Source: an optimization exercise on an open RTL-to-GDS flow (aim: small area). Production flows keep margins and buffers that such runs may drop. Only simulation tests tie the RTL to the original design; equivalence was not proved. Power and IR drop assume default switching activity.

`design.v`:
```
module irsar_dec8b10b (
    input  wire [9:0] code,
    input  wire       rd_in,       
    output wire       code_err,
    output wire       is_k,        
    output wire       is_k285,
    output wire       is_k277,
    output wire [7:0] data,        
    output wire       rd_out       
);
    wire [5:0] s6 = code[9:4];     
    wire [3:0] s4 = code[3:0];     
    reg pos6, neg6;
    always @* begin
        case (s6)
            6'b000111: pos6 = 1'd1;
            6'b001111: pos6 = 1'd1;
            6'b010111: pos6 = 1'd1;
            6'b011011: pos6 = 1'd1;
            6'b011101: pos6 = 1'd1;
            6'b011110: pos6 = 1'd1;
            6'b011111: pos6 = 1'd1;
            6'b100111: pos6 = 1'd1;
            6'b101011: pos6 = 1'd1;
            6'b101101: pos6 = 1'd1;
            6'b101110: pos6 = 1'd1;
            6'b101111: pos6 = 1'd1;
            6'b110011: pos6 = 1'd1;
            6'b110101: pos6 = 1'd1;
            6'b110110: pos6 = 1'd1;
            6'b110111: pos6 = 1'd1;
            6'b111001: pos6 = 1'd1;
            6'b111010: pos6 = 1'd1;
            6'b111011: pos6 = 1'd1;
            6'b111100: pos6 = 1'd1;
            6'b111101: pos6 = 1'd1;
            6'b111110: pos6 = 1'd1;
            6'b111111: pos6 = 1'd1;
            default: pos6 = 1'd0;
        endcase
    end
    always @* begin
        case (s6)
            6'b000000: neg6 = 1'd1;
            6'b000001: neg6 = 1'd1;
            6'b000010: neg6 = 1'd1;
            6'b000011: neg6 = 1'd1;
            6'b000100: neg6 = 1'd1;
            6'b000101: neg6 = 1'd1;
            6'b000110: neg6 = 1'd1;
            6'b001000: neg6 = 1'd1;
            6'b001001: neg6 = 1'd1;
            6'b001010: neg6 = 1'd1;
            6'b001100: neg6 = 1'd1;
            6'b010000: neg6 = 1'd1;
            6'b010001: neg6 = 1'd1;
            6'b010010: neg6 = 1'd1;
            6'b010100: neg6 = 1'd1;
            6'b011000: neg6 = 1'd1;
            6'b100000: neg6 = 1'd1;
            6'b100001: neg6 = 1'd1;
            6'b100010: neg6 = 1'd1;
            6'b100100: neg6 = 1'd1;
            6'b101000: neg6 = 1'd1;
            6'b110000: neg6 = 1'd1;
            6'b111000: neg6 = 1'd1;
            default: neg6 = 1'd0;
        endcase
    end
    wire rd6 = pos6 || (rd_in && !neg6);
    wire pos4 = (s4 == 4'b0111 || s4 == 4'b1011 || s4 == 4'b1101 || s4 == 4'b1110 || s4 == 4'b1111 || s4 == 4'b0011);
    wire neg4 = (s4 == 4'b1000 || s4 == 4'b0100 || s4 == 4'b0010 || s4 == 4'b0001 || s4 == 4'b0000 || s4 == 4'b1100);
    assign rd_out = pos4 || (rd6 && !neg4);
    reg [4:0] x;
    reg [2:0] y;
    always @* begin
        case (s6)
            6'b000000: x = 5'd0;
            6'b000001: x = 5'd0;
            6'b000010: x = 5'd16;
            6'b000011: x = 5'd16;
            6'b000100: x = 5'd8;
            6'b000101: x = 5'd23;
            6'b000110: x = 5'd8;
            6'b000111: x = 5'd7;
            6'b001000: x = 5'd4;
            6'b001001: x = 5'd27;
            6'b001010: x = 5'd4;
            6'b001011: x = 5'd20;
            6'b001100: x = 5'd24;
            6'b001101: x = 5'd12;
            6'b001110: x = 5'd28;
            6'b001111: x = 5'd28;
            6'b010000: x = 5'd2;
            6'b010001: x = 5'd29;
            6'b010010: x = 5'd2;
            6'b010011: x = 5'd18;
            6'b010100: x = 5'd31;
            6'b010101: x = 5'd10;
            6'b010110: x = 5'd26;
            6'b010111: x = 5'd15;
            6'b011000: x = 5'd0;
            6'b011001: x = 5'd6;
            6'b011010: x = 5'd22;
            6'b011011: x = 5'd16;
            6'b011100: x = 5'd14;
            6'b011101: x = 5'd1;
            6'b011110: x = 5'd30;
            6'b011111: x = 5'd30;
            6'b100000: x = 5'd1;
            6'b100001: x = 5'd30;
            6'b100010: x = 5'd1;
            6'b100011: x = 5'd17;
            6'b100100: x = 5'd16;
            6'b100101: x = 5'd9;
            6'b100110: x = 5'd25;
            6'b100111: x = 5'd0;
            6'b101000: x = 5'd15;
            6'b101001: x = 5'd5;
            6'b101010: x = 5'd21;
            6'b101011: x = 5'd31;
            6'b101100: x = 5'd13;
            6'b101101: x = 5'd2;
            6'b101110: x = 5'd29;
            6'b101111: x = 5'd29;
            6'b110000: x = 5'd3;
            6'b110001: x = 5'd3;
            6'b110010: x = 5'd19;
            6'b110011: x = 5'd24;
            6'b110100: x = 5'd11;
            6'b110101: x = 5'd4;
            6'b110110: x = 5'd27;
            6'b110111: x = 5'd27;
            6'b111000: x = 5'd7;
            6'b111001: x = 5'd8;
            6'b111010: x = 5'd23;
            6'b111011: x = 5'd23;
            6'b111100: x = 5'd15;
            6'b111101: x = 5'd15;
            6'b111110: x = 5'd31;
            6'b111111: x = 5'd31;
            default: x = 5'd0;
        endcase
    end
    always @* begin
        case (s4)
            4'b0000: y = 3'd7;
            4'b0001: y = 3'd7;
            4'b0010: y = 3'd4;
            4'b0011: y = 3'd3;
            4'b0100: y = 3'd0;
            4'b0101: y = 3'd2;
            4'b0110: y = 3'd6;
            4'b0111: y = 3'd7;
            4'b1000: y = 3'd7;
            4'b1001: y = 3'd1;
            4'b1010: y = 3'd5;
            4'b1011: y = 3'd0;
            4'b1100: y = 3'd3;
            4'b1101: y = 3'd4;
            4'b1110: y = 3'd7;
            4'b1111: y = 3'd7;
            default: y = 3'd0;
        endcase
    end
    reg v6n, v6p;
    always @* begin
        case (s6)
            6'b001011: v6n = 1'd1;
            6'b001101: v6n = 1'd1;
            6'b001110: v6n = 1'd1;
            6'b001111: v6n = 1'd1;
            6'b010011: v6n = 1'd1;
            6'b010101: v6n = 1'd1;
            6'b010110: v6n = 1'd1;
            6'b010111: v6n = 1'd1;
            6'b011001: v6n = 1'd1;
            6'b011010: v6n = 1'd1;
            6'b011011: v6n = 1'd1;
            6'b011100: v6n = 1'd1;
            6'b011101: v6n = 1'd1;
            6'b011110: v6n = 1'd1;
            6'b100011: v6n = 1'd1;
            6'b100101: v6n = 1'd1;
            6'b100110: v6n = 1'd1;
            6'b100111: v6n = 1'd1;
            6'b101001: v6n = 1'd1;
            6'b101010: v6n = 1'd1;
            6'b101011: v6n = 1'd1;
            6'b101100: v6n = 1'd1;
            6'b101101: v6n = 1'd1;
            6'b101110: v6n = 1'd1;
            6'b110001: v6n = 1'd1;
            6'b110010: v6n = 1'd1;
            6'b110011: v6n = 1'd1;
            6'b110100: v6n = 1'd1;
            6'b110101: v6n = 1'd1;
            6'b110110: v6n = 1'd1;
            6'b111000: v6n = 1'd1;
            6'b111001: v6n = 1'd1;
            6'b111010: v6n = 1'd1;
            default: v6n = 1'd0;
        endcase
    end
    always @* begin
        case (s6)
            6'b000101: v6p = 1'd1;
            6'b000110: v6p = 1'd1;
            6'b000111: v6p = 1'd1;
            6'b001001: v6p = 1'd1;
            6'b001010: v6p = 1'd1;
            6'b001011: v6p = 1'd1;
            6'b001100: v6p = 1'd1;
            6'b001101: v6p = 1'd1;
            6'b001110: v6p = 1'd1;
            6'b010001: v6p = 1'd1;
            6'b010010: v6p = 1'd1;
            6'b010011: v6p = 1'd1;
            6'b010100: v6p = 1'd1;
            6'b010101: v6p = 1'd1;
            6'b010110: v6p = 1'd1;
            6'b011000: v6p = 1'd1;
            6'b011001: v6p = 1'd1;
            6'b011010: v6p = 1'd1;
            6'b011100: v6p = 1'd1;
            6'b100001: v6p = 1'd1;
            6'b100010: v6p = 1'd1;
            6'b100011: v6p = 1'd1;
            6'b100100: v6p = 1'd1;
            6'b100101: v6p = 1'd1;
            6'b100110: v6p = 1'd1;
            6'b101000: v6p = 1'd1;
            6'b101001: v6p = 1'd1;
            6'b101010: v6p = 1'd1;
            6'b101100: v6p = 1'd1;
            6'b110000: v6p = 1'd1;
            6'b110001: v6p = 1'd1;
            6'b110010: v6p = 1'd1;
            6'b110100: v6p = 1'd1;
            default: v6p = 1'd0;
        endcase
    end
    wire ok6 = rd_in ? v6p : v6n;
    wire ok4 = rd6 ? (s4 == 4'b0100 || s4 == 4'b1001 || s4 == 4'b0101 || s4 == 4'b0011 ||
                      s4 == 4'b0010 || s4 == 4'b1010 || s4 == 4'b0110 || s4 == 4'b0001 || s4 == 4'b1000)
                   : (s4 == 4'b1011 || s4 == 4'b1001 || s4 == 4'b0101 || s4 == 4'b1100 ||
                      s4 == 4'b1101 || s4 == 4'b1010 || s4 == 4'b0110 || s4 == 4'b1110 || s4 == 4'b0111);
    wire p7 = rd6 ? (s4 == 4'b0001) : (s4 == 4'b1110);    
    wire a7 = rd6 ? (s4 == 4'b1000) : (s4 == 4'b0111);    
    wire needs = rd6 ? (s6 == 6'b110100 || s6 == 6'b101100 || s6 == 6'b011100)
                     : (s6 == 6'b100011 || s6 == 6'b010011 || s6 == 6'b001011);
    wire k28 = (s6[3] == s6[2]) && (s6[2] == s6[1]) && (s6[1] == s6[0]);    
    wire kx  = (s6 == 6'b111010 || s6 == 6'b000101 || s6 == 6'b110110 || s6 == 6'b001001);  
    assign code_err = !ok6 || !ok4 || (k28 && s4 != (rd6 ? 4'b1010 : 4'b0101)) ||
                      (p7 && needs) || (a7 && !needs && !kx);
    assign is_k285 = !code_err && k28;
    assign is_k    = !code_err && (k28 || (a7 && kx));
    assign is_k277 = !code_err && a7 && kx && !x[2];
    assign data = {y, x};
endmodule
module irsar_link_rx (
    input  wire        clk,
    input  wire        rst,           
    input  wire        sym_valid,
    input  wire [9:0]  sym,           
    output wire        pay_valid,
    output wire [7:0]  pay_data,
    output reg  [6:0]  pay_index,
    output wire        hdr_valid,
    output wire [7:0]  hdr_opc,
    output wire [7:0]  hdr_hop,
    output wire [2:0]  hdr_tag,
    output wire        hdr_rsp,
    output wire        hdr_late,
    output wire        hdr_lin,
    output reg  [6:0]  hdr_len,
    output wire        frm_done,
    output wire        frm_ok,
    output wire [2:0]  frm_err,
    output wire [15:0] frm_crc,
    output reg         in_frame,
    output reg         rd_pos,
    output wire [15:0] cnt_ok,
    output wire [15:0] cnt_rej,
    output wire [15:0] cnt_cerr
);
    localparam [15:0] CRC_POLY = 16'hBAAD;
    wire       c_err, c_k, c_k285, c_k277, rd_next;
    wire [7:0] c_data;
    irsar_dec8b10b u_dec (
        .code     (sym),
        .rd_in    (rd_pos),
        .code_err (c_err),
        .is_k     (c_k),
        .is_k285  (c_k285),
        .is_k277  (c_k277),
        .data     (c_data),
        .rd_out   (rd_next)
    );
    wire c_k237 = c_k && !c_k285 && !c_k277;
    wire c_dat  = !c_err && !c_k;
    reg [2:0]  st;
    reg        last_v;        
    reg [15:0] crc;
    reg [7:0]  byte_a, byte_b;
    assign hdr_opc   = byte_a;
    assign hdr_hop   = byte_b;
    assign hdr_tag   = pay_index[5:3];
    assign hdr_rsp   = pay_index[2];
    assign hdr_late  = pay_index[1];
    assign hdr_lin   = pay_index[0];
    assign pay_data  = byte_b;
    assign frm_crc   = {byte_a, byte_b};
    assign frm_err   = hdr_len[2:0];
    assign frm_ok    = (frm_err == 3'd0);
    assign pay_valid = last_v && in_frame && (st == 3'd6);
    assign hdr_valid = last_v && in_frame && (st == 3'd4);
    assign frm_done  = last_v && !in_frame && st[1];
    reg [15:0] crc_next;
    integer i;
    always @* begin
        crc_next = crc ^ {c_data, 8'h00};
        for (i = 0; i < 8; i = i + 1)
            crc_next = crc_next[15] ? ((crc_next << 1) ^ CRC_POLY) : (crc_next << 1);
    end
    reg  [6:0] idx_inc;
    reg  [7:0] idx_cy;
    integer j;
    always @* begin
        idx_cy[0] = 1'b1;
        for (j = 0; j < 7; j = j + 1) begin
            idx_inc[j]  = pay_index[j] ^ idx_cy[j];
            idx_cy[j+1] = pay_index[j] & idx_cy[j];
        end
    end
    wire       len_bad  = c_data[7] || (c_data[6] && c_data[5] && (c_data[4:0] != 5'd0));    
    wire       s_hdr0   = (st == 3'd0);
    wire       s_hdr1   = (st == 3'd1);
    wire       s_hdr2   = (st == 3'd2);
    wire       s_hdr3   = (st == 3'd3);
    wire       s_pay    = st[2] && !st[0];              
    wire       s_crc2   = (st == 3'd5);
    wire [6:0] idx_next = st[1] ? idx_inc : 7'd0;       
    wire       pay_last = (idx_next == hdr_len);        
    wire       crc_good = (crc[7:0] == 8'h00) && (c_data == crc[15:8]);
    wire res    = in_frame ? (!c_dat || (s_hdr3 && len_bad) || s_crc2)
                           : (c_k277 && !st[0]);
    wire res_ok = in_frame && c_dat && s_crc2 && crc_good;
    wire [2:0] res_code = {!in_frame || (c_dat && st[2] && !crc_good),
                           in_frame && !c_err && (c_k || s_hdr3),
                           !in_frame || !c_dat};
    irsar_satcnt u_cnt_ok   (.clk(clk), .rst(rst), .inc(sym_valid && res && res_ok),  .q(cnt_ok));
    irsar_satcnt u_cnt_rej  (.clk(clk), .rst(rst), .inc(sym_valid && res && !res_ok), .q(cnt_rej));
    irsar_satcnt u_cnt_cerr (.clk(clk), .rst(rst), .inc(sym_valid && c_err),          .q(cnt_cerr));
    reg       in_frame_n;
    reg [2:0] st_n;
    always @* begin
        in_frame_n = in_frame;
        st_n       = st;
        if (!in_frame) begin
            st_n[1] = res;
            if (c_k277) begin
                in_frame_n = st[0];            
                st_n       = {1'b0, !st[0], 1'b0};
            end else if (!c_k237) begin
                st_n[0] = c_k285;
            end
        end else if (res) begin
            in_frame_n = 1'b0;
            st_n       = {2'b01, c_k285};
        end else if (s_pay) begin
            st_n = pay_last ? 3'd5 : 3'd6;
        end else begin
            st_n = st + 3'd1;
        end
    end
    always @(posedge clk) begin
        if (rst) begin
            in_frame <= 1'b0;
            st[0]    <= 1'b0;
            rd_pos   <= 1'b0;
            last_v   <= 1'b0;
        end else begin
            last_v <= sym_valid;
            if (sym_valid) begin
                rd_pos   <= rd_next;
                in_frame <= in_frame_n;
                st[0]    <= st_n[0];
            end
        end
    end
    always @(posedge clk) begin
        if (sym_valid)
            st[2:1] <= st_n[2:1];
        if (!in_frame)
            crc <= 16'hFFFF;
        else if (sym_valid)
            crc <= crc_next;
        if (sym_valid && s_hdr2)
            pay_index <= {1'b0, c_data[7:2]};
        else if (sym_valid && s_pay)
            pay_index <= idx_next;
        if (sym_valid && res)
            hdr_len[2:0] <= res_code;
        else if (sym_valid && s_hdr3)
            hdr_len[2:0] <= c_data[2:0];
        if (sym_valid && s_hdr3)
            hdr_len[6:3] <= c_data[6:3];
        if (sym_valid && (s_hdr0 || (s_pay && pay_last)))
            byte_a <= c_data;
        if (sym_valid && (s_hdr1 || st[2]))
            byte_b <= c_data;
    end
endmodule
module irsar_satcnt (
    input  wire        clk,
    input  wire        rst,
    input  wire        inc,
    output reg  [15:0] q
);
    wire       lo_ones = &q[7:0];
    reg [16:0] t;       
    reg [15:0] n;
    integer k;
    always @* begin
        t[0] = inc;
        for (k = 0; k < 8; k = k + 1)
            t[k+1] = t[k] & q[k];
        t[8] = inc & lo_ones;
        for (k = 8; k < 16; k = k + 1)
            t[k+1] = t[k] & q[k];
        for (k = 0; k < 16; k = k + 1)
            n[k] = (q[k] ^ t[k]) | t[16];     
    end
    always @(posedge clk)
        if (rst) q <= 16'h0000;
        else     q <= n;
endmodule
```
`flow/run.sh`:
```
#!/bin/bash
# Layout flow: the standard ORFS flow (standard.sh) with three changes that only make
# the layout smaller:
#  - synthesis is the standard flow's own script with an area-oriented ABC mapping script (area.abc)
#    in place of ORFS's delay-oriented one; registers come out as in the standard synthesis
#  - the port buffers are the smallest buffer cell (each output drives a fixed 0.01 pF)
#  - extra ORFS settings from extra.mk, if present
set -euo pipefail
here=$(pwd)
export AREA_ABC_SCRIPT=$here/flow/area.abc
export FLOW_SYNTH_TCL=$here/synth_recipe.tcl
cat >> config.mk <<'CFG'
export BUFFER_PORTS_ARGS = -buffer_cell sky130_fd_sc_hd__buf_1
CFG
if [[ -f flow/extra.mk ]]; then cat flow/extra.mk >> config.mk; fi
bash standard.sh SYNTH_SCRIPT=$here/flow/area_synth.tcl finish > standard_flow.log 2>&1
```
`flow/area.abc`:
```
strash
&get -n
&st
&dch -f
&nf -a -R 1000
&put
mfs2
strash
&get -n
&st
&dch -f
&nf -a -R 1000
&put
mfs2
strash
&get -n
&st
&dch -f
&nf -a -R 1000
&put
mfs2
strash
&get -n
&st
&dch -f
&nf -a -R 1000
&put
mfs2
strash
&get -n
&st
&dch -f
&nf -a -R 1000
&put
mfs2
strash
&get -n
&st
&dch -f
&nf -a -R 1000
&put
mfs2
strash
&get -n
&st
&dch -f
&nf -a -R 1000
&put
mfs2
strash
&get -n
&st
&dch -f
&nf -a -R 1000
&put
mfs2
strash
&get -n
&st
&dch -f
&nf -a -R 1000
&put
mfs2
strash
&get -n
&st
&dch -f
&nf -a -R 1000
&put
mfs2
strash
&get -n
&st
&dch -f
&nf -a -R 1000
&put
mfs2
strash
&get -n
&st
&dch -f
&nf -a -R 1000
&put
mfs2
strash
&get -n
&st
&dch -f
&nf -a -R 1000
&put
mfs2
strash
&get -n
&st
&dch -f
&nf -a -R 1000
&put
mfs2
strash
&get -n
&st
&dch -f
&nf -a -R 1000
&put
mfs2
strash
&get -n
&st
&dch -f
&nf -a -R 1000
&put
mfs2
strash
&get -n
&st
&dch -f
&nf -a -R 1000
&put
mfs2
strash
&get -n
&st
&dch -f
&nf -a -R 1000
&put
mfs2
strash
&get -n
&st
&dch -f
&nf -a -R 1000
&put
mfs2
strash
&get -n
&st
&dch -f
&nf -a -R 1000
&put
mfs2
strash
&get -n
&st
&dch -f
&nf -a -R 1000
&put
mfs2
strash
&get -n
&st
&dch -f
&nf -a -R 1000
&put
mfs2
strash
&get -n
&st
&dch -f
&nf -a -R 1000
&put
mfs2
strash
&get -n
&st
&dch -f
&nf -a -R 1000
&put
mfs2
strash
&get -n
&st
&dch -f
&nf -a -R 1000
&put
mfs2
strash
&get -n
&st
&dch -f
&nf -a -R 1000
&put
mfs2
strash
&get -n
&st
&dch -f
&nf -a -R 1000
&put
mfs2
strash
&get -n
&st
&dch -f
&nf -a -R 1000
&put
mfs2
strash
&get -n
&st
&dch -f
&nf -a -R 1000
&put
mfs2
strash
&get -n
&st
&dch -f
&nf -a -R 1000
&put
mfs2
strash
&get -n
&st
&dch -f
&nf -a -R 1000
&put
mfs2
strash
&get -n
&st
&dch -f
&nf -a -R 1000
&put
mfs2
strash
&get -n
&st
&dch -f
&nf -a -R 1000
&put
mfs2
strash
&get -n
&st
&dch -f
&nf -a -R 1000
&put
mfs2
strash
&get -n
&st
&dch -f
&nf -a -R 1000
&put
mfs2
strash
&get -n
&st
&dch -f
&nf -a -R 1000
&put
mfs2
strash
&get -n
&st
&dch -f
&nf -a -R 1000
&put
mfs2
strash
&get -n
&st
&dch -f
&nf -a -R 1000
&put
mfs2
strash
&get -n
&st
&dch -f
&nf -a -R 1000
&put
mfs2
strash
&get -n
&st
&dch -f
&nf -a -R 1000
&put
mfs2
strash
&get -n
&st
&dch -f
&nf -a -R 1000
&put
mfs2
strash
&get -n
&st
&dch -f
&nf -a -R 1000
&put
mfs2
strash
&get -n
&st
&dch -f
&nf -a -R 1000
&put
mfs2
strash
&get -n
&st
&dch -f
&nf -a -R 1000
&put
mfs2
strash
&get -n
&st
&dch -f
&nf -a -R 1000
&put
mfs2
strash
&get -n
&st
&dch -f
&nf -a -R 1000
&put
mfs2
strash
&get -n
&st
&dch -f
&nf -a -R 1000
&put
mfs2
strash
&get -n
&st
&dch -f
&nf -a -R 1000
&put
mfs2
strash
&get -n
&st
&dch -f
&nf -a -R 1000
&put
mfs2
strash
&get -n
&st
&dch -f
&nf -a -R 1000
&put
mfs2
strash
&get -n
&st
&dch -f
&nf -a -R 1000
&put
mfs2
strash
&get -n
&st
&dch -f
&nf -a -R 1000
&put
mfs2
strash
&get -n
&st
&dch -f
&nf -a -R 1000
&put
mfs2
strash
&get -n
&st
&dch -f
&nf -a -R 1000
&put
mfs2
strash
&get -n
&st
&dch -f
&nf -a -R 1000
&put
mfs2
strash
&get -n
&st
&dch -f
&nf -a -R 1000
&put
mfs2
strash
&get -n
&st
&dch -f
&nf -a -R 1000
&put
mfs2
strash
&get -n
&st
&dch -f
&nf -a -R 1000
&put
mfs2
strash
&get -n
&st
&dch -f
&nf -a -R 1000
&put
mfs2
strash
&get -n
&st
&dch -f
&nf -a -R 1000
&put
```
`flow/area_synth.tcl`:
```
# The standard flow's synthesis (synth_recipe.tcl) with an area-oriented ABC script in place of ORFS's
# delay-oriented one; everything else, registers included, is as the standard synthesis makes it
proc abc {args} {
  set i [lsearch -exact $args -script]
  if {$i >= 0} { lset args [expr {$i + 1}] $::env(AREA_ABC_SCRIPT) }
  yosys abc {*}$args
}
source $::env(FLOW_SYNTH_TCL)
```
`flow/extra.mk`:
```
export CTS_ARGS = -sink_clustering_enable -repair_clock_nets -dont_use_dummy_load -buf_list sky130_fd_sc_hd__clkbuf_8 -sink_clustering_size 24 -sink_clustering_max_diameter 60
export REMOVE_ABC_BUFFERS = 1
export ADDER_MAP_FILE =
```
`standard.sh`:
```
#!/bin/bash
# synth_recipe.tcl (not shown) runs the flow's synth.tcl, then flattens the netlist and writes it again
# the make line also repeats each setting of config.mk as NAME=value (left out here)
make -C /OpenROAD-flow-scripts/flow DESIGN_CONFIG=/design/flow/config.mk WORK_HOME=/design/flow/orfs CLKGATE_MAP_FILE= SYNTH_SCRIPT=/design/flow/synth_recipe.tcl "${@:-finish}"
```
`config.mk`:
```
export PLATFORM = sky130hd
export DESIGN_NAME = irsar_link_rx
export DESIGN_NICKNAME = irsar_link_rx
export VERILOG_FILES = /design/flow/design.v
export SDC_FILE = /design/flow/constraint.sdc
export NUM_CORES = 4
export LEC_CHECK = 0
export CAP_MARGIN = 20
export CORE_MARGIN = 2
export CORE_UTILIZATION = 40
export GPL_TIMING_DRIVEN = 0
export SLEW_MARGIN = 20
export BUFFER_PORTS_ARGS = -buffer_cell sky130_fd_sc_hd__buf_1
export CTS_ARGS = -sink_clustering_enable -repair_clock_nets -dont_use_dummy_load -buf_list sky130_fd_sc_hd__clkbuf_8 -sink_clustering_size 24 -sink_clustering_max_diameter 60
export REMOVE_ABC_BUFFERS = 1
export ADDER_MAP_FILE =
```
`constraint.sdc`:
```
create_clock -name core_clock -period 8.0 [get_ports {clk}]
set_input_delay 1.6000 -clock core_clock [delete_from_list [all_inputs] [get_ports {clk}]]
set_output_delay 1.6000 -clock core_clock [all_outputs]
set_load 0.01 [all_outputs]
```
==> results of run 1 <==
-- repair_timing --
action	CTS	global route
buffers inserted	0	0
endpoints found under the setup margin	16	29
resized for setup	10	12
-- routing by layer --
metal | part of all wire (%) | wire length [um]
met2 | 48 | 5911
met3 | 5.9 | 732
met5 | 0 | 0
met1 | 45 | 5497
met4 | 1.4 | 169
-- cell usage after synthesis (3+ instances only) --
master    instances  area share [%]
or2_0             7            0.85
and3_1           15             1.8
o22ai_1           4            0.48
o22a_1           15             2.5
nand4_1           3            0.36
buf_4            33             4.8
nor3_1            9            0.87
or4_1             3            0.44
nand2_1          48             3.5
a21o_1            9             1.3
nor2_1           55             4.0
o21ai_0          26             2.5
o21a_1            6            0.87
nor4_1            3            0.36
clkinv_1         19             1.4
xor2_1           32             5.4
nand2b_1          7            0.85
nand3_1          14             1.4
xnor2_1          46             7.8
edfxtp_1         31              18
a21oi_1          67             6.5
a31oi_1           6            0.73
mux2i_1           3            0.58
dfxtp_1          69              27
nor2b_1           8            0.97
-- area by class of cell --
class,instances,area [sq um],share of cell area [%]
Inverter,19,71.32,1.223
Sequential cell,100,2312,39.64
Clock buffer,9,123.9,2.124
Multi-Input combinational cell,417,2592,44.44
Tap cell,172,215.2,3.689
Timing Repair Buffer,130,518.0,8.880
-- metrics by stage --
stage	hold slack [ps]	util [%]	instances	area [sq um]	TNS (ps)
6_report	494.2	46.22	847	5833	0
5_1_grt	523.7	46.22	847	5833	-5.792
4_1_cts	497.9	45.89	847	5791	0
3_5_place_dp	475.7	44.72	838	5643	-20490
3_3_place_gp	463.8	44.51	837	5617	-20250
2_1_floorplan	478.2	-	536	4917	0
-- registers in the layout (all words and copies together) (netlist names) --
signal        cells
u_cnt_cerr.q     16
st                3
u_cnt_ok.q       16
in_frame          1
u_cnt_rej.q      16
rd_pos            1
byte_b            8
hdr_len           7
last_v            1
crc              16
byte_a            8
pay_index         7
-- cell usage in the layout, fill, tap and decap left out, types with 2 or more instances in the layout --
cell type and instances:
buf_1 122, dfxtp_1 69, a21oi_1 67, nor2_1 53, nand2_1 47, xnor2_1 46
xor2_1 31, edfxtp_1 31, o21ai_0 24, clkinv_1 18, and3_1 15, o22a_1 15
nand3_1 14, a21o_1 9, clkbuf_8 9, nor3_1 8, nand2b_1 7, or2_0 7
nor2b_1 6, a31oi_1 6, o21a_1 6, o22ai_1 4, mux2i_1 3, nor4_1 3
or4_1 3, nand4_1 3, buf_2 3, nor2_2 2, and2_0 2, nor2b_2 2
o31ai_1 2, o211ai_1 2, nand3b_1 2, a211oi_1 2, clkbuf_2 2, clkbuf_4 2
-- worst paths after layout --
kind / start / end / slack (ps)
worst max register to register: rd_pos / u_cnt_rej.q[2] / 2870
worst min register to register: pay_index[6] / pay_index[6] / 490
worst max-delay path: sym[4] / u_cnt_rej.q[2] / 460
worst min-delay path: pay_index[6] / pay_index[6] / 490
-- power by group through the flow --
stage / sequential (mW) / clock [mW] / combinational, mW
6_report: 0.543 / 0.262 / 0.211
5_1_grt: 0.544 / 0.293 / 0.233
4_1_cts: 0.543 / 0.268 / 0.208
3_5_place_dp: 0.555 / 0 / 0.205
3_3_place_gp: 0.554 / 0 / 0.202
2_1_floorplan: 0.561 / 0 / 0.140
-- worst max-delay path: cells and delay by family --
family | cells | cell delay, ps
mux | 1 | 420
simple gates | 17 | 3670
xor+xnor | 1 | 240
compound gates | 8 | 1610
buf+inv | 2 | 270
-- logic make-up (layout without fill, tap and decap cells) --
logic type	count (synthesis)	after routing
AND/OR/NAND/NOR	181	181
AO/OA/AOI/OAI	154	154
flip-flops	100	100
XOR/XNOR	78	78
buffers and inverters	52	158
multiplexers	4	4
==> impl_metrics.json, run 1 <==
{
  "status": "complete, no violations",
  "routed_via_density": 5.293,
  "p_sw_mw": 0.2975,
  "nNetsFinal": 690,
  "ys_seq_area_share_pct": 44.77,
  "syn_avg_cell_area_sq_um": 9.077,
  "ff2ff_path_depth": 25,
  "fmax_ghz": 0.1325,
  "skew_ps": 22.71,
  "gr-usage-met1_pct": 22.32,
  "drt-initial-drc-count": 211,
  "finalHoldViolations": 0,
  "grt_pass1_vias": 4114,
  "start_util_pct": 40.93,
  "period_needed_ps": 7545,
  "grtUsageMet3_pct": 4.457,
  "slew_viol_final": 0,
  "port_buffers": 129,
  "dp_slack_ps": -1168,
  "die_y_um": 117.6,
  "netlist_area_sq_um": 5165,
  "internal-power_mw": 0.7179,
  "cts-htree-levels": 3,
  "hold_path_class": "reg -> reg",
  "maxCapViolCount": 0,
  "diodes": 0,
  "cellPowerDensity_nw_per_um2": 174.1,
  "yosys.area_share.xor_xnor_pct": 13.23,
  "core-area_sq_um": 12620,
  "share_comb_of_total_power_pct": 20.8,
  "cts_hold_buf": 0,
  "min_period_over_period_pct": 94.31,
  "drc": 0,
  "grt_usage_pct": 17.87,
  "ys_types": 50,
  "cp-start-kind": "input pin",
  "synth_compound_area_share_pct": 18.36,
  "cts_made_buffers": 9,
  "synth_edf_count": 31,
  "ir_drop_mv": 0.09356,
  "grt_pass1_wl_um": 20270,
  "gp_congestion": 0.8792,
  "switching_share_pct": 29.30,
  "wl_per_cell_um": 14.53,
  "critical_path_arrival_ps": 7810,
  "p_seq_share_pct": 53.5,
  "critPathMaxFanout": 14,
  "cts_root_buf": "clkbuf_8",
  "final_layout_size_suffix_gt1_share_pct": 4.000,
  "rows": 41,
  "crit_path_frequent_cell": "and3_1",
  "slowest_delay_ps": 510,
  "gr-total-overflow": 0,
  "slowest_stage": "or4_1",
  "antenna_found_initial": 0,
  "cts_tree": "yes",
  "dieArea_sq_um": 13840,
  "synthMuxAreaShare_pct": 0.7994,
  "relSlewSlack_pct": 38.51,
  "crit_type": "in -> reg",
  "ys_warn_count": 3,
  "grt_max_degree": 36,
  "die_w_um": 117.6,
  "fill_cells": 1221,
  "ant_nets": 0,
  "end_kind": "register",
  "ios": 130,
  "crit_required_ps": 8270,
  "worstHoldPathCells": 2,
  "area_growth_pct": 12.94,
  "leakagePower_nw": 1.957,
  "synth-adder-area-share_pct": 0,
  "numClockSinks": 100,
  "setup_viol": 0,
  "synth_top_family_by_area": "compound AO/OA/AOI/OAI gates",
  "first_pass_iters": 5,
  "hpwl_um": 8949,
  "insertion_delay_ps": 380,
  "synth_simple_gate_area_share_pct": 16.67,
  "timing.final.ws_setup_ps": 455.4,
  "wl_um": 12310,
  "synth-main-ff-cell": "dfxtp_1",
  "p_clk_share_pct": 25.8,
  "worst_slew_pin_slew_ps": 918.3,
  "grt.met2_usage_pct": 29.94,
  "clk_pin_slew_ps": 90,
  "async_flop_share_pct": 0,
  "busiest_layer": "met2",
  "cts_buffer_depth": 2,
  "rsz0062_at_grt": "yes",
  "ys_ff_latch": 100,
  "vias": 4483,
  "finalPower_mw": 1.015,
  "syn-instance-count": 569
}
==> run 2, diff against run 1 <==
==> flow/area.abc (replaced) <==
strash
&get -n
&st
&dch -f
&nf -a -R 1000
&put
mfs2
strash
&get -n
&st
&dch -f
&nf -a -R 1000
&put
mfs2
strash
&get -n
&st
&dch -f
&nf -a -R 1000
&put
mfs2
strash
&get -n
&st
&dch -f
&nf -a -R 1000
&put
mfs2
strash
&get -n
&st
&dch -f
&nf -a -R 1000
&put
mfs2
strash
&get -n
&st
&dch -f
&nf -a -R 1000
&put
mfs2
strash
&get -n
&st
&dch -f
&nf -a -R 1000
&put
mfs2
strash
&get -n
&st
&dch -f
&nf -a -R 1000
&put
mfs2
strash
&get -n
&st
&dch -f
&nf -a -R 1000
&put
mfs2
strash
&get -n
&st
&dch -f
&nf -a -R 1000
&put
mfs2
strash
&get -n
&st
&dch -f
&nf -a -R 1000
&put
mfs2
strash
&get -n
&st
&dch -f
&nf -a -R 1000
&put
mfs2
strash
&get -n
&st
&dch -f
&nf -a -R 1000
&put
mfs2
strash
&get -n
&st
&dch -f
&nf -a -R 1000
&put
mfs2
strash
&get -n
&st
&dch -f
&nf -a -R 1000
&put
mfs2
strash
&get -n
&st
&dch -f
&nf -a -R 1000
&put
mfs2
strash
&get -n
&st
&dch -f
&nf -a -R 1000
&put
mfs2
strash
&get -n
&st
&dch -f
&nf -a -R 1000
&put
mfs2
strash
&get -n
&st
&dch -f
&nf -a -R 1000
&put
mfs2
strash
&get -n
&st
&dch -f
&nf -a -R 1000
&put
mfs2
strash
&get -n
&st
&dch -f
&nf -a -R 1000
&put
mfs2
strash
&get -n
&st
&dch -f
&nf -a -R 1000
&put
mfs2
strash
&get -n
&st
&dch -f
&nf -a -R 1000
&put
mfs2
strash
&get -n
&st
&dch -f
&nf -a -R 1000
&put
mfs2
strash
&get -n
&st
&dch -f
&nf -a -R 1000
&put
mfs2
strash
&get -n
&st
&dch -f
&nf -a -R 1000
&put
mfs2
strash
&get -n
&st
&dch -f
&nf -a -R 1000
&put
mfs2
strash
&get -n
&st
&dch -f
&nf -a -R 1000
&put
mfs2
strash
&get -n
&st
&dch -f
&nf -a -R 1000
&put
mfs2
strash
&get -n
&st
&dch -f
&nf -a -R 1000
&put
==> run 2 against run 1 <==
  * Still clean on timing, DRC and antenna
  * Clock skew rose by 13 ps
  * Combinational power rose by 4%
  * Non-clock buffer count did not move
  * Hold slack got worse by 8.6 ps
  * Largest power group unchanged
  * Critical endpoint is now u_cnt_rej.q[0]
==> impl_metrics.json, run 2 <==
{
  "crit_type": "in -> reg",
  "fin_hold_ws_ps": 485.7,
  "end_kind": "register",
  "core-area_sq_um": 12720,
  "wl_met2_um": 5712,
  "routed_via_density": 5.229,
  "clk_pin_slew_ps": 80,
  "skew_ps": 35.26,
  "dp_slack_ps": -178.2,
  "diodes": 0,
  "slowest_stage": "a21oi_1",
  "gp_congestion": 0.8829,
  "gr-total-overflow": 0,
  "worst_slew_pin_slew_ps": 810.2,
  "wl_per_cell_um": 14.33,
  "die_y_um": 118.4,
  "top_layer": "met4",
  "final_common_cell": "buf_1",
  "ys_seq_area_share_pct": 44.15,
  "finalHoldViolations": 0,
  "netlist_area_sq_um": 5238,
  "ff2ff_path_depth": 22,
  "slowest_delay_ps": 380,
  "cts_buffer_depth": 2,
  "synth_edf_count": 31,
  "critical_path_arrival_ps": 7670,
  "nNetsFinal": 694,
  "timing.final.ws_setup_ps": 566.5,
  "rows": 41,
  "placed_area_sq_um": 5710,
  "cts_hold_buf": 0,
  "yosysMostFrequentCell": "a21oi_1",
  "start_util_pct": 41.17,
  "grt_usage_pct": 17.00,
  "syn-instance-count": 573,
  "layout_common_cells": "128 x buf_1, 76 x a21oi_1, 69 x dfxtp_1",
  "numClockSinks": 100,
  "relSlewSlack_pct": 45.98,
  "syn_avg_cell_area_sq_um": 9.141,
  "r2r_start": "rd_pos",
  "ir_drop_mv": 0.06585,
  "seqCellArea_sq_um": 2312,
  "wl_um": 12200,
  "hold_path_class": "reg -> reg",
  "worstSetupStartpoint": "sym[4]",
  "ys_warn_count": 3,
  "port_buffers": 129,
  "reg2reg_slack_ps": 2630,
  "met1Wirelength_um": 5629,
  "worstHoldEndpoint": "u_cnt_ok.q[14]",
  "grt_pass1_vias": 3841,
  "drt-initial-drc-count": 266,
  "worst-path-buf-inv": 1,
  "setup_viol": 0,
  "die_w_um": 118.4,
  "ys_types": 43,
  "ant_nets": 0,
  "first_pass_iters": 4,
  "cellPowerDensity_nw_per_um2": 174.2,
  "wl_met3_um": 776,
  "grt_pass1_wl_um": 19470,
  "synth_area_leaders": "dfxtp_1 26%, edfxtp_1 18%, xnor2_1 9.2%",
  "fill_cells": 1253,
  "synth_top_area_cell": "dfxtp_1",
  "crit_path_frequent_cell": "and3_1",
  "cts_root_buf": "clkbuf_8",
  "drc": 0,
  "worstHoldPathCells": 2,
  "insertion_delay_ps": 380,
  "fin_util_pct": 45.92,
  "cts_tree": "yes",
  "final_layout_size_suffix_gt1_share_pct": 1.915,
  "synth-main-ff-cell": "dfxtp_1",
  "hpwl_um": 8854,
  "maxCapViolCount": 0,
  "synth_common_cells": "76 x a21oi_1, 69 x dfxtp_1, 55 x xnor2_1",
  "dieArea_sq_um": 14030,
  "ys_ff_latch": 100,
  "critPathMaxFanout": 14,
  "area_growth_pct": 11.54,
  "cp-start-kind": "input pin",
  "multi_input_area_sq_um": 2633,
  "min_period_over_period_pct": 92.92,
  "final_area_sq_um": 5842,
  "vias": 4450,
  "status": "complete, no violations",
  "fmax_ghz": 0.1345,
  "leakagePower_nw": 1.871,
  "cts-htree-levels": 3,
  "ios": 130,
  "r2r_end": "u_cnt_rej.q[0]",
  "grt_max_degree": 38,
  "rsz0062_at_grt": "no",
  "async_flop_share_pct": 0,
  "cts_made_buffers": 9,
  "critical_path.top_delay_family": "simple AND/OR/NAND/NOR gates",
  "slew_viol_final": 0,
  "antenna_found_initial": 0,
  "period_needed_ps": 7434,
  "crit_required_ps": 8240,
  "netlist.area_leader.share_pct": 26.37,
  "hp-start": "u_cnt_ok.q[15]",
  "finalPower_mw": 1.018
}
run 2: cell families (layout without fill, tap and decap cells):
kind of cell              Yosys count  after routing  share of synthesized area, %
muxes                               4              4                        0.7883
buffers and inverters              47            153                         5.733
DFF                               100            100                         44.15
and+or+nand+nor                   182            182                         17.51
AOI/OAI and AO/OA                 162            162                         18.78
xor gates and xnor gates           78             78                         13.04
run 2: per-layer routing:
metal  GRT usage (%)  vias up
li1                -     2245
met5               0        -
met2           27.57      148
met3           3.716        6
met1           22.91     2051
met4           4.613        0
run 2: final cells by class:
class	count	share of cell area (%)
multi-input cells	426	45.06
flip-flops and latches	100	39.58
clock buffers	9	2.120
repair buffers	130	8.653
well taps	172	3.684
inverters	14	0.8996
run 2: worst max-delay path by stage:
stage	endpoint	slack, ps	cells after the start
after floorplan	u_cnt_rej.q[13]	1510	25
after global placement	u_cnt_rej.q[13]	-90	26
after detailed placement	u_cnt_rej.q[6]	-180	23
after CTS	u_cnt_rej.q[0]	220	23
after global routing	u_cnt_rej.q[0]	60	26
final	u_cnt_rej.q[0]	570	26
run 2: worst min-delay path, stage by stage (launching register included):
cell	delay (ps)
dfxtp_1	340
clkinv_1	50
a211oi_1	50
run 2: report_power, final:
part / switching (mW) / internal (mW) / leakage (nW)
Combinational: 0.132 / 0.0871 / 0.957
Sequential: 0.00833 / 0.534 / 0.849
Clock: 0.155 / 0.101 / 0.0647
run 2: timing repair:
action / CTS / global route
endpoints found under the setup margin: 0 / 26
resized for setup: 0 / 4
hold endpoints to repair: 0 / 0
setup buffers: 0 / 0
run 2: through the flow:
| stage | instances | TNS, ps |
|---|---|---|
| 5_1_grt | 851 | 0 |
| 3_3_place_gp | 841 | -1119 |
| 3_5_place_dp | 842 | -2367 |
| 6_report | 851 | 0 |
| 4_1_cts | 851 | 0 |
| 2_1_floorplan | 540 | 0 |
==> run 3, diff against run 2 <==
--- a/design.v
+++ b/design.v
@@ -420,5 +420,6 @@
 );
     wire       lo_ones = &q[7:0];
-    reg [16:0] t;       
+    wire       sat_inc = inc & lo_ones & (&q[15:8]);    
+    reg [15:0] t;       
     reg [15:0] n;
     integer k;
@@ -428,8 +429,8 @@
             t[k+1] = t[k] & q[k];
         t[8] = inc & lo_ones;
-        for (k = 8; k < 16; k = k + 1)
+        for (k = 8; k < 15; k = k + 1)
             t[k+1] = t[k] & q[k];
         for (k = 0; k < 16; k = k + 1)
-            n[k] = (q[k] ^ t[k]) | t[16];     
+            n[k] = (q[k] ^ t[k]) | sat_inc;   
     end
     always @(posedge clk)
--- a/flow/area.abc
+++ b/flow/area.abc
@@ -208,2 +208,212 @@
 &nf -a -R 1000
 &put
+mfs2
+strash
+&get -n
+&st
+&dch -f
+&nf -a -R 1000
+&put
+mfs2
+strash
+&get -n
+&st
+&dch -f
+&nf -a -R 1000
+&put
+mfs2
+strash
+&get -n
+&st
+&dch -f
+&nf -a -R 1000
+&put
+mfs2
+strash
+&get -n
+&st
+&dch -f
+&nf -a -R 1000
+&put
+mfs2
+strash
+&get -n
+&st
+&dch -f
+&nf -a -R 1000
+&put
+mfs2
+strash
+&get -n
+&st
+&dch -f
+&nf -a -R 1000
+&put
+mfs2
+strash
+&get -n
+&st
+&dch -f
+&nf -a -R 1000
+&put
+mfs2
+strash
+&get -n
+&st
+&dch -f
+&nf -a -R 1000
+&put
+mfs2
+strash
+&get -n
+&st
+&dch -f
+&nf -a -R 1000
+&put
+mfs2
+strash
+&get -n
+&st
+&dch -f
+&nf -a -R 1000
+&put
+mfs2
+strash
+&get -n
+&st
+&dch -f
+&nf -a -R 1000
+&put
+mfs2
+strash
+&get -n
+&st
+&dch -f
+&nf -a -R 1000
+&put
+mfs2
+strash
+&get -n
+&st
+&dch -f
+&nf -a -R 1000
+&put
+mfs2
+strash
+&get -n
+&st
+&dch -f
+&nf -a -R 1000
+&put
+mfs2
+strash
+&get -n
+&st
+&dch -f
+&nf -a -R 1000
+&put
+mfs2
+strash
+&get -n
+&st
+&dch -f
+&nf -a -R 1000
+&put
+mfs2
+strash
+&get -n
+&st
+&dch -f
+&nf -a -R 1000
+&put
+mfs2
+strash
+&get -n
+&st
+&dch -f
+&nf -a -R 1000
+&put
+mfs2
+strash
+&get -n
+&st
+&dch -f
+&nf -a -R 1000
+&put
+mfs2
+strash
+&get -n
+&st
+&dch -f
+&nf -a -R 1000
+&put
+mfs2
+strash
+&get -n
+&st
+&dch -f
+&nf -a -R 1000
+&put
+mfs2
+strash
+&get -n
+&st
+&dch -f
+&nf -a -R 1000
+&put
+mfs2
+strash
+&get -n
+&st
+&dch -f
+&nf -a -R 1000
+&put
+mfs2
+strash
+&get -n
+&st
+&dch -f
+&nf -a -R 1000
+&put
+mfs2
+strash
+&get -n
+&st
+&dch -f
+&nf -a -R 1000
+&put
+mfs2
+strash
+&get -n
+&st
+&dch -f
+&nf -a -R 1000
+&put
+mfs2
+strash
+&get -n
+&st
+&dch -f
+&nf -a -R 1000
+&put
+mfs2
+strash
+&get -n
+&st
+&dch -f
+&nf -a -R 1000
+&put
+mfs2
+strash
+&get -n
+&st
+&dch -f
+&nf -a -R 1000
+&put
+mfs2
+strash
+&get -n
+&st
+&dch -f
+&nf -a -R 1000
+&put
==> run 3 against run 2 <==
  * Sequential power hardly changed
  * Via count is 1.6% higher
  * Non-clock buffer count stayed put
  * Combinational power hardly changed
  * Clock-buffer cell count stayed put
  * Global-route usage is 0.83 points higher
  * Clock power hardly changed
  * Register-to-register slack better by 180 ps
  * Flip-flop and latch count stayed put
  * Maximum frequency is 2.6% higher
  * Synthesized area is 1.2% lower
  * Final cell count is 1.2% higher
  * Largest cell class unchanged
  * Highest routed layer unchanged
==> impl_metrics.json, run 3 <==
{
  "routed_via_density": 5.253,
  "numClockSinks": 100,
  "rows": 41,
  "ir_drop_mv": 0.09549,
  "final_area_sq_um": 5783,
  "cp-start-kind": "input pin",
  "worst_slew_pin_slew_ps": 879.6,
  "gr-total-overflow": 0,
  "grt_pass1_vias": 4158,
  "finalHoldViolations": 0,
  "antenna_found_initial": 0,
  "core-area_sq_um": 12620,
  "ys_seq_area_share_pct": 44.68,
  "timing.final.ws_setup_ps": 754.3,
  "die_w_um": 117.7,
  "critPathMaxFanout": 11,
  "drt-initial-drc-count": 298,
  "cts_setup_buffers": 0,
  "slowest_delay_ps": 450,
  "area_growth_pct": 11.75,
  "port_buffers": 129,
  "synthMuxAreaShare_pct": 0.7737,
  "wl_um": 12200,
  "ios": 130,
  "yosysMostFrequentCell": "dfxtp_1",
  "synth_area_leaders": "dfxtp_1 27%, edfxtp_1 18%, xnor2_1 8.0%",
  "cts_buffer_depth": 2,
  "grt_usage_pct": 17.83,
  "crit_path_frequent_cell": "nor2_1",
  "status": "complete, no violations",
  "ys_warn_count": 3,
  "placed_area_sq_um": 5648,
  "final_common_cell": "buf_1",
  "die_y_um": 117.7,
  "netlist.area_leader.share_pct": 26.69,
  "dp_slack_ps": 292.7,
  "nNetsFinal": 704,
  "cts_resized": 0,
  "diodes": 0,
  "drc": 0,
  "slew_viol_final": 0,
  "gp_congestion": 0.8545,
  "finalPower_mw": 1.014,
  "ys_types": 42,
  "synth-main-ff-cell": "dfxtp_1",
  "vias": 4523,
  "synth-adder-area-share_pct": 0,
  "final_layout_size_suffix_gt1_share_pct": 2.032,
  "hold_path_class": "reg -> reg",
  "synth_simple_gate_area_share_pct": 18.96,
  "rsz0062_at_grt": "no",
  "netlist_area_sq_um": 5175,
  "cts_root_buf": "clkbuf_8",
  "cts-htree-levels": 3,
  "critical_path_arrival_ps": 7530,
  "cts_made_buffers": 9,
  "relSlewSlack_pct": 40.74,
  "maxCapViolCount": 0,
  "syn_avg_cell_area_sq_um": 8.876,
  "yosys.area_share.xor_xnor_pct": 12.86,
  "wl_per_cell_um": 14.17,
  "syn-instance-count": 583,
  "clk_pin_slew_ps": 70,
  "ant_nets": 0,
  "setup_viol": 0,
  "min_period_over_period_pct": 90.57,
  "dieArea_sq_um": 13860,
  "grt_pass1_wl_um": 20350,
  "cts_hold_buf": 0,
  "ys_ff_latch": 100,
  "synth_top_area_cell": "dfxtp_1",
  "cts_tree": "yes",
  "first_pass_iters": 7,
  "end_kind": "register",
  "grt_max_degree": 39,
  "cellPowerDensity_nw_per_um2": 175.3,
  "hpwl_um": 9024,
  "leakagePower_nw": 1.883,
  "start_util_pct": 41.01,
  "slowest_stage": "a31oi_1",
  "insertion_delay_ps": 380,
  "fin_setup_tns_ps": 0,
  "skew_ps": 23.09,
  "fmax_ghz": 0.1380,
  "synth_compound_area_share_pct": 17.14,
  "crit_type": "in -> reg",
  "period_needed_ps": 7246,
  "synth_top_family_by_area": "simple AND/OR/NAND/NOR gates",
  "layout_common_cells": "127 x buf_1, 69 x dfxtp_1, 63 x nor2_1",
  "crit_required_ps": 8280,
  "synth_edf_count": 31,
  "synth_common_cells": "69 x dfxtp_1, 63 x nor2_1, 62 x a21oi_1",
  "async_flop_share_pct": 0
}
==> run 3: changes by cell type in the layout (fill, tap and decap cells not counted), sizes merged, moves of 6 or more <==
cell | before | now
and3 | 16 | 10
xor2 | 23 | 29
a31oi | 4 | 11
a21oi | 76 | 62
nor3 | 9 | 15
nand2 | 43 | 61
xnor2 | 55 | 47
nor2 | 41 | 63
==> run 3: worst paths after layout <==
| path | startpoint | endpoint | slack [ps] | depth (start not counted) |
|---|---|---|---|---|
| max | sym[4] | u_cnt_rej.q[13] | 750 | 32 |
| max reg2reg | rd_pos | u_cnt_rej.q[13] | 2810 | 24 |
| min | pay_index[6] | pay_index[6] | 510 | 2 |
| min reg2reg | pay_index[6] | pay_index[6] | 510 | 2 |
==> run 3: cell type report <==
type                       instances  area [sq um]
sequential                       100          2312
clock buffer                       9         123.9
fill                            1278          6837
multi-input combinational        439          2584
tap                              172         215.2
inverter                          11         41.29
timing repair buffer             130         506.7
==> run 3: metal layers <==
layer  share of wire [%]  GRT usage [%]  up-vias
li1                    -              -     2256
met1                  45          23.18     2087
met2                  46          28.45      167
met3                 7.9          4.893       13
met4                 1.6          6.401        0
met5                   0              0        -
==> run 3: critical path, delay by kind of cell <==
family	cells	cell delay (ps)
buffers and inverters	2	370
AND/OR/NAND/NOR	21	3790
AO/OA/AOI/OAI	9	1750
==> run 3: per-stage QoR <==
| step | util [%] | hold WS [ps] | instances |
|---|---|---|---|
| after floorplan | - | 475.5 | 550 |
| after global placement | 44.59 | 476.1 | 851 |
| after detailed placement | 44.76 | 499.0 | 852 |
| after CTS | 45.74 | 515.5 | 861 |
| after global routing | 45.83 | 525.6 | 861 |
| final | 45.83 | 511.1 | 861 |
==> run 3: kinds of logic (layout without fill, tap and decap cells) <==
| kind of cell | after synthesis | after routing |
|---|---|---|
| AND/OR/NAND/NOR | 211 | 211 |
| multiplexers | 4 | 4 |
| XOR/XNOR | 76 | 76 |
| buffers and inverters | 44 | 150 |
| flip-flops | 100 | 100 |
| AO/OA/AOI/OAI | 148 | 148 |
==> run 3: where the power goes <==
part / switching, mW / leakage [nW] / internal [mW] / total (mW)
logic: 0.130 / 0.970 / 0.0873 / 0.218
clock network: 0.154 / 0.0647 / 0.101 / 0.255
registers: 0.00769 / 0.849 / 0.534 / 0.541
total: 0.292 / 1.88 / 0.722 / 1.01
==> run 4, diff against run 3 <==
--- a/design.v
+++ b/design.v
@@ -420,6 +420,5 @@
 );
     wire       lo_ones = &q[7:0];
-    wire       sat_inc = inc & lo_ones & (&q[15:8]);    
-    reg [15:0] t;       
+    reg [16:0] t;       
     reg [15:0] n;
     integer k;
@@ -429,8 +428,8 @@
             t[k+1] = t[k] & q[k];
         t[8] = inc & lo_ones;
-        for (k = 8; k < 15; k = k + 1)
+        for (k = 8; k < 16; k = k + 1)
             t[k+1] = t[k] & q[k];
         for (k = 0; k < 16; k = k + 1)
-            n[k] = (q[k] ^ t[k]) | sat_inc;   
+            n[k] = (q[k] ^ t[k]) | t[16];     
     end
     always @(posedge clk)
==> flow/area.abc (replaced) <==
strash
&get -n
&st
&dch -f
&nf -a -R 1000
&put
mfs2
strash
&get -n
&st
&dch -f
&nf -a -R 1000
&put
mfs2
strash
&get -n
&st
&dch -f
&nf -a -R 1000
&put
mfs2
strash
&get -n
&st
&dch -f
&nf -a -R 1000
&put
mfs2
strash
&get -n
&st
&dch -f
&nf -a -R 1000
&put
mfs2
strash
&get -n
&st
&dch -f
&nf -a -R 1000
&put
mfs2
strash
&get -n
&st
&dch -f
&nf -a -R 1000
&put
mfs2
strash
&get -n
&st
&dch -f
&nf -a -R 1000
&put
mfs2
strash
&get -n
&st
&dch -f
&nf -a -R 1000
&put
mfs2
strash
&get -n
&st
&dch -f
&nf -a -R 1000
&put
mfs2
strash
&get -n
&st
&dch -f
&nf -a -R 1000
&put
mfs2
strash
&get -n
&st
&dch -f
&nf -a -R 1000
&put
mfs2
strash
&get -n
&st
&dch -f
&nf -a -R 1000
&put
mfs2
strash
&get -n
&st
&dch -f
&nf -a -R 1000
&put
mfs2
strash
&get -n
&st
&dch -f
&nf -a -R 1000
&put
mfs2
strash
&get -n
&st
&dch -f
&nf -a -R 1000
&put
mfs2
strash
&get -n
&st
&dch -f
&nf -a -R 1000
&put
mfs2
strash
&get -n
&st
&dch -f
&nf -a -R 1000
&put
mfs2
strash
&get -n
&st
&dch -f
&nf -a -R 1000
&put
mfs2
strash
&get -n
&st
&dch -f
&nf -a -R 1000
&put
mfs2
strash
&get -n
&st
&dch -f
&nf -a -R 1000
&put
mfs2
strash
&get -n
&st
&dch -f
&nf -a -R 1000
&put
mfs2
strash
&get -n
&st
&dch -f
&nf -a -R 1000
&put
mfs2
strash
&get -n
&st
&dch -f
&nf -a -R 1000
&put
mfs2
strash
&get -n
&st
&dch -f
&nf -a -R 1000
&put
mfs2
strash
&get -n
&st
&dch -f
&nf -a -R 1000
&put
mfs2
strash
&get -n
&st
&dch -f
&nf -a -R 1000
&put
mfs2
strash
&get -n
&st
&dch -f
&nf -a -R 1000
&put
mfs2
strash
&get -n
&st
&dch -f
&nf -a -R 1000
&put
mfs2
strash
&get -n
&st
&dch -f
&nf -a -R 1000
&put
==> flow/extra.mk (replaced) <==
export CTS_ARGS = -sink_clustering_enable -repair_clock_nets -dont_use_dummy_load -buf_list "sky130_fd_sc_hd__clkbuf_4 sky130_fd_sc_hd__clkbuf_8" -sink_clustering_size 24 -sink_clustering_max_diameter 60
export REMOVE_ABC_BUFFERS = 1
export ADDER_MAP_FILE =
--- a/config.mk
+++ b/config.mk
@@ -12,5 +12,5 @@
 export SLEW_MARGIN = 20
 export BUFFER_PORTS_ARGS = -buffer_cell sky130_fd_sc_hd__buf_1
-export CTS_ARGS = -sink_clustering_enable -repair_clock_nets -dont_use_dummy_load -buf_list sky130_fd_sc_hd__clkbuf_8 -sink_clustering_size 24 -sink_clustering_max_diameter 60
+export CTS_ARGS = -sink_clustering_enable -repair_clock_nets -dont_use_dummy_load -buf_list "sky130_fd_sc_hd__clkbuf_4 sky130_fd_sc_hd__clkbuf_8" -sink_clustering_size 24 -sink_clustering_max_diameter 60
 export REMOVE_ABC_BUFFERS = 1
 export ADDER_MAP_FILE =
==> run 4 against run 3 <==
  * Hold slack got worse by 25 ps
  * Synthesized area rose by 1.2%
  * Register-to-register slack worse by 180 ps
  * Design area up 1.0%
  * First-iteration DRC count is 11% lower
  * Clock skew rose by 12 ps
  * Via count fell by 1.6%
  * Power is 0.39% higher
  * Worst setup slack got worse by 190 ps
  * Maximum frequency is 2.5% lower
  * Die area up 1.2%
  * Final cell count fell by 1.2%
  * Critical endpoint is now u_cnt_rej.q[0]
  * Highest routed layer unchanged
==> impl_metrics.json, run 4 <==
{
  "status": "complete, no violations",
  "reg2reg_slack_ps": 2630,
  "finalPower_mw": 1.018,
  "maxCapViolCount": 0,
  "synth_top_family_by_area": "compound AO/OA/AOI/OAI gates",
  "drt-initial-drc-count": 266,
  "hp-start": "u_cnt_ok.q[15]",
  "gp_congestion": 0.8829,
  "slowest_delay_ps": 380,
  "period_needed_ps": 7434,
  "fill_cells": 1253,
  "cts_buffer_depth": 2,
  "cellPowerDensity_nw_per_um2": 174.2,
  "ys_types": 43,
  "synth_simple_gate_area_share_pct": 17.51,
  "routed_via_density": 5.229,
  "nNetsFinal": 694,
  "grt_pass1_vias": 3841,
  "final_common_cell": "buf_1",
  "fin_setup_tns_ps": 0,
  "netlist.area_leader.share_pct": 26.37,
  "grt_usage_pct": 17.00,
  "cts_setup_buffers": 0,
  "ant_nets": 0,
  "wl_per_cell_um": 14.33,
  "setup_viol": 0,
  "ir_drop_mv": 0.06585,
  "cts_hold_buf": 0,
  "yosys.area_share.xor_xnor_pct": 13.04,
  "wl_um": 12200,
  "critical_path.top_delay_family": "simple AND/OR/NAND/NOR gates",
  "worstHoldEndpoint": "u_cnt_ok.q[14]",
  "r2r_start": "rd_pos",
  "leakagePower_nw": 1.871,
  "die_y_um": 118.4,
  "dieArea_sq_um": 14030,
  "grt_max_degree": 38,
  "slew_viol_final": 0,
  "finalHoldViolations": 0,
  "synth_common_cells": "76 x a21oi_1, 69 x dfxtp_1, 55 x xnor2_1",
  "yosysMostFrequentCell": "a21oi_1",
  "clk_pin_slew_ps": 80,
  "cp-start-kind": "input pin",
  "relSlewSlack_pct": 45.98,
  "grt_pass1_wl_um": 19470,
  "drc": 0,
  "slowest_stage": "a21oi_1",
  "ys_warn_count": 3,
  "final_layout_size_suffix_gt1_share_pct": 1.915,
  "skew_ps": 35.26,
  "cts_tree": "yes",
  "fmax_ghz": 0.1345,
  "hold_path_class": "reg -> reg",
  "netlist_area_sq_um": 5238,
  "cts_root_buf": "clkbuf_8",
  "fin_hold_ws_ps": 485.7,
  "synth_edf_count": 31,
  "cts_resized": 0,
  "end_kind": "register",
  "synth_top_area_cell": "dfxtp_1",
  "area_growth_pct": 11.54,
  "min_period_over_period_pct": 92.92,
  "rsz0062_at_grt": "no",
  "diodes": 0,
  "worstHoldPathCells": 2,
  "start_util_pct": 41.17,
  "hpwl_um": 8854,
  "crit_type": "in -> reg",
  "synth-adder-area-share_pct": 0,
  "die_w_um": 118.4,
  "syn_avg_cell_area_sq_um": 9.141,
  "ys_seq_area_share_pct": 44.15,
  "ios": 130,
  "critPathMaxFanout": 14,
  "synth-main-ff-cell": "dfxtp_1",
  "vias": 4450,
  "worst_slew_pin_slew_ps": 810.2,
  "synth_area_leaders": "dfxtp_1 26%, edfxtp_1 18%, xnor2_1 9.2%",
  "async_flop_share_pct": 0,
  "rows": 41,
  "fin_util_pct": 45.92,
  "ys_ff_latch": 100,
  "worst-path-buf-inv": 1,
  "r2r_end": "u_cnt_rej.q[0]",
  "ff2ff_path_depth": 22,
  "crit_required_ps": 8240,
  "first_pass_iters": 4,
  "gr-total-overflow": 0,
  "crit_path_frequent_cell": "and3_1",
  "cts_made_buffers": 9,
  "synthMuxAreaShare_pct": 0.7883,
  "synth_compound_area_share_pct": 18.78,
  "core-area_sq_um": 12720,
  "syn-instance-count": 573,
  "port_buffers": 129,
  "critical_path_arrival_ps": 7670,
  "antenna_found_initial": 0,
  "insertion_delay_ps": 380,
  "layout_common_cells": "128 x buf_1, 76 x a21oi_1, 69 x dfxtp_1",
  "numClockSinks": 100,
  "cts-htree-levels": 3
}
## run 4: cell types whose count changed after synthesis, sizes merged, moves of 4 or more
cell / delta
nor2: -22
xnor2: +8
nor2b: +4
o21ai: -4
a21oi: +14
nor3: -6
and3: +6
a31oi: -7
or2: +4
xor2: -6
nand2: -18
nor4: +4
## run 4: cells by family after synthesis
kind of cell | after synthesis
mux | 4
flops | 100
simple gates | 182
buf+inv | 47
compound gates | 162
xor+xnor | 78
## run 4: power breakdown
group / internal, mW / leakage (nW) / switching (mW)
logic: 0.0871 / 0.957 / 0.132
registers: 0.534 / 0.849 / 0.00833
clock network: 0.101 / 0.0647 / 0.155
## run 4: metal layers
layer	global-route usage, %	vias up	share of wire (%)
met3	3.716	6	6.4
met5	0	-	0
met4	4.613	0	0.62
li1	-	2245	-
met1	22.91	2051	46
met2	27.57	148	47
## run 4: how the worst max path moves through the flow
stage / startpoint / slack, ps / end / cells after the start
floorplan: sym[5] / 1510 / u_cnt_rej.q[13] / 25
global placement: sym[4] / -90 / u_cnt_rej.q[13] / 26
detailed placement: sym[6] / -180 / u_cnt_rej.q[6] / 23
CTS: sym[6] / 220 / u_cnt_rej.q[0] / 23
global route: sym[4] / 60 / u_cnt_rej.q[0] / 26
finish: sym[4] / 570 / u_cnt_rej.q[0] / 26
## run 4: layout make-up
type,count,area (sq um),area share [%]
Sequential cell,100,2312,39.58
Inverter,14,52.55,0.8996
Timing Repair Buffer,130,505.5,8.653
Clock buffer,9,123.9,2.120
Tap cell,172,215.2,3.684
Multi-Input combinational cell,426,2633,45.06
## run 4: per-stage QoR
step                      setup slack (ps)  cell area (sq um)  instances
after global placement              -91.83               5689        841
final                                566.5               5842        851
after CTS                            216.7               5834        851
after floorplan                       1505               4990        540
after detailed placement            -178.2               5710        842
after global routing                 63.62               5842        851
## run 4: tightest hold or removal path, cell delays in order, from the launching register on
cell	delay [ps]
dfxtp_1	340
clkinv_1	50
a211oi_1	50
==> run 5, diff against run 4 <==
==> flow/extra.mk (replaced) <==
export CTS_ARGS = -sink_clustering_enable -repair_clock_nets -dont_use_dummy_load -buf_list sky130_fd_sc_hd__clkbuf_16 -sink_clustering_size 50 -sink_clustering_max_diameter 150
export REMOVE_ABC_BUFFERS = 1
export ADDER_MAP_FILE =
--- a/config.mk
+++ b/config.mk
@@ -12,5 +12,5 @@
 export SLEW_MARGIN = 20
 export BUFFER_PORTS_ARGS = -buffer_cell sky130_fd_sc_hd__buf_1
-export CTS_ARGS = -sink_clustering_enable -repair_clock_nets -dont_use_dummy_load -buf_list "sky130_fd_sc_hd__clkbuf_4 sky130_fd_sc_hd__clkbuf_8" -sink_clustering_size 24 -sink_clustering_max_diameter 60
+export CTS_ARGS = -sink_clustering_enable -repair_clock_nets -dont_use_dummy_load -buf_list sky130_fd_sc_hd__clkbuf_16 -sink_clustering_size 50 -sink_clustering_max_diameter 150
 export REMOVE_ABC_BUFFERS = 1
 export ADDER_MAP_FILE =
==> run 5 against run 4 <==
  * Clock skew shrank 13 ps
  * Maximum frequency fell by 0.17%
  * Critical path depth did not move
  * Largest cell class unchanged
==> impl_metrics.json, run 5 <==
{
  "grt_max_degree": 38,
  "gr-total-overflow": 0,
  "cts_buffer_depth": 2,
  "cts_tree": "yes",
  "ir_drop_mv": 0.08923,
  "die_w_um": 118.4,
  "worst_slew_pin_slew_ps": 827.8,
  "vias": 4461,
  "ff2ff_path_depth": 22,
  "nNetsFinal": 694,
  "wl_per_cell_um": 14.31,
  "slew_viol_final": 0,
  "synth_top_area_cell": "dfxtp_1",
  "wl_um": 12180,
  "fin_util_pct": 46.72,
  "fill_cells": 1246,
  "grt_pass1_vias": 3906,
  "clk_pin_slew_ps": 60,
  "layout_common_cells": "128 x buf_1, 76 x a21oi_1, 69 x dfxtp_1",
  "finalPower_mw": 1.126,
  "leakagePower_nw": 1.917,
  "period_needed_ps": 7446,
  "relSlewSlack_pct": 44.81,
  "skew_ps": 22.22,
  "cellPowerDensity_nw_per_um2": 189.4,
  "placed_area_sq_um": 5710,
  "rows": 41,
  "grt_pass1_wl_um": 19620,
  "rsz0062_at_grt": "no",
  "cts_root_buf": "clkbuf_16",
  "cts_made_buffers": 9,
  "antenna_found_initial": 0,
  "hold_path_class": "reg -> reg",
  "netlist_area_sq_um": 5238,
  "routed_via_density": 5.242,
  "synth_common_cells": "76 x a21oi_1, 69 x dfxtp_1, 55 x xnor2_1",
  "syn-instance-count": 573,
  "synth_area_leaders": "dfxtp_1 26%, edfxtp_1 18%, xnor2_1 9.2%",
  "core-area_sq_um": 12720,
  "maxCapViolCount": 0,
  "syn_avg_cell_area_sq_um": 9.141,
  "ant_nets": 0,
  "area_growth_pct": 13.47,
  "reg2reg_slack_ps": 2650,
  "gp_congestion": 0.8829,
  "r2r_start": "rd_pos",
  "endpoint": "u_cnt_rej.q[0]",
  "r2r_end": "u_cnt_rej.q[0]",
  "synth-main-ff-cell": "dfxtp_1",
  "start_util_pct": 41.17,
  "final_layout_size_suffix_gt1_share_pct": 1.915,
  "synth_edf_count": 31,
  "end_kind": "register",
  "diodes": 0,
  "ios": 130,
  "slowest_stage": "a21oi_1",
  "fin_setup_tns_ps": 0,
  "ys_ff_latch": 100,
  "crit_type": "in -> reg",
  "worstSetupStartpoint": "sym[4]",
  "drt-initial-drc-count": 278,
  "ys_warn_count": 3,
  "slowest_delay_ps": 380,
  "fmax_ghz": 0.1343,
  "final_area_sq_um": 5943,
  "hpwl_um": 8854,
  "insertion_delay_ps": 350,
  "netlist.area_leader.share_pct": 26.37,
  "setup_viol": 0,
  "cp-start-kind": "input pin",
  "dieArea_sq_um": 14030,
  "grt_usage_pct": 17.08,
  "port_buffers": 129,
  "cts_setup_buffers": 0,
  "yosysMostFrequentCell": "a21oi_1",
  "crit_path_frequent_cell": "and3_1",
  "final_common_cell": "buf_1",
  "async_flop_share_pct": 0,
  "drc": 0,
  "min_period_over_period_pct": 93.08,
  "numClockSinks": 100,
  "ys_types": 43,
  "finalHoldViolations": 0,
  "status": "complete, no violations",
  "ys_seq_area_share_pct": 44.15,
  "cts-htree-levels": 3,
  "critPathMaxFanout": 14,
  "critical_path_arrival_ps": 7650,
  "die_y_um": 118.4,
  "first_pass_iters": 4,
  "crit_required_ps": 8210
}
run 5: changes by cell type in the layout (fill, tap and decap cells not counted):
cell / previous run / this run
clkbuf_16: 0 / 9
clkbuf_8: 9 / 0
run 5: stage by stage:
| stage | setup slack [ps] | cells | hold WS, ps |
|---|---|---|---|
| floorplan | 1505 | 540 | 478.2 |
| global placement | -91.83 | 841 | 462.1 |
| detailed placement | -178.2 | 842 | 479.7 |
| CTS | 185.0 | 851 | 488.5 |
| global route | 46.96 | 851 | 520.1 |
| finish | 553.6 | 851 | 482.1 |
run 5: worst max-delay path, delay by kind of cell:
kind | cells | cell delay [ps]
and+or+nand+nor | 14 | 3450
AOI/OAI and AO/OA | 11 | 2250
buffers and inverters | 1 | 350
run 5: layout make-up:
| type | instances | area, sq um | share of cell area (%) |
|---|---|---|---|
| clock buffer | 9 | 225.2 | 3.789 |
| inverter | 14 | 52.55 | 0.8842 |
| multi-input combinational | 426 | 2633 | 44.29 |
| sequential | 100 | 2312 | 38.91 |
| tap | 172 | 215.2 | 3.621 |
| timing repair buffer | 130 | 505.5 | 8.505 |
run 5: cells by family after synthesis:
logic type | after synthesis | synth area share, %
buffers and inverters | 47 | 5.733
AO/OA/AOI/OAI | 162 | 18.78
AND/OR/NAND/NOR | 182 | 17.51
XOR/XNOR | 78 | 13.04
multiplexers | 4 | 0.7883
flip-flops | 100 | 44.15
run 5: timing repair:
action,4_1_cts,5_1_grt
gates resized for setup,0,4
hold buffers,0,0
endpoints found under the setup margin,0,30
run 5: metal layers:
layer,vias to the layer above,global-route usage (%),wire [um]
met1,2068,22.78,5641
met2,147,28.18,5755
met5,-,0,0
met4,0,4.167,73
met3,5,3.716,705
li1,2241,-,-
run 5: report_power, final:
| group | total, mW | internal (mW) | switching (mW) | leakage [nW] |
|---|---|---|---|---|
| sequential | 0.543 | 0.535 | 0.00838 | 0.849 |
| combinational | 0.218 | 0.0871 | 0.131 | 0.957 |
| clock | 0.364 | 0.199 | 0.166 | 0.111 |
| total | 1.13 | 0.820 | 0.305 | 1.92 |
run 5: how the worst min path moves through the flow:
stage,cells after the start,from,slack [ps],to
4_1_cts,2,u_cnt_ok.q[15],490,u_cnt_ok.q[14]
5_1_grt,2,u_cnt_rej.q[15],520,u_cnt_rej.q[14]
6_report,2,u_cnt_ok.q[15],480,u_cnt_ok.q[14]
3_3_place_gp,2,u_cnt_ok.q[15],460,u_cnt_ok.q[14]
2_1_floorplan,1,crc[10],480,crc[10]
3_5_place_dp,2,u_cnt_ok.q[15],480,u_cnt_ok.q[14]

Re-timed with assumed drivers on the ports (clkbuf_16 on the clock, buf_2 on other inputs), run 5 has 0.571 ns of setup slack against 0.554 ns with ideal ports, and 0.195 ns once port delays also move by the mid clock arrival of 0.376 ns.
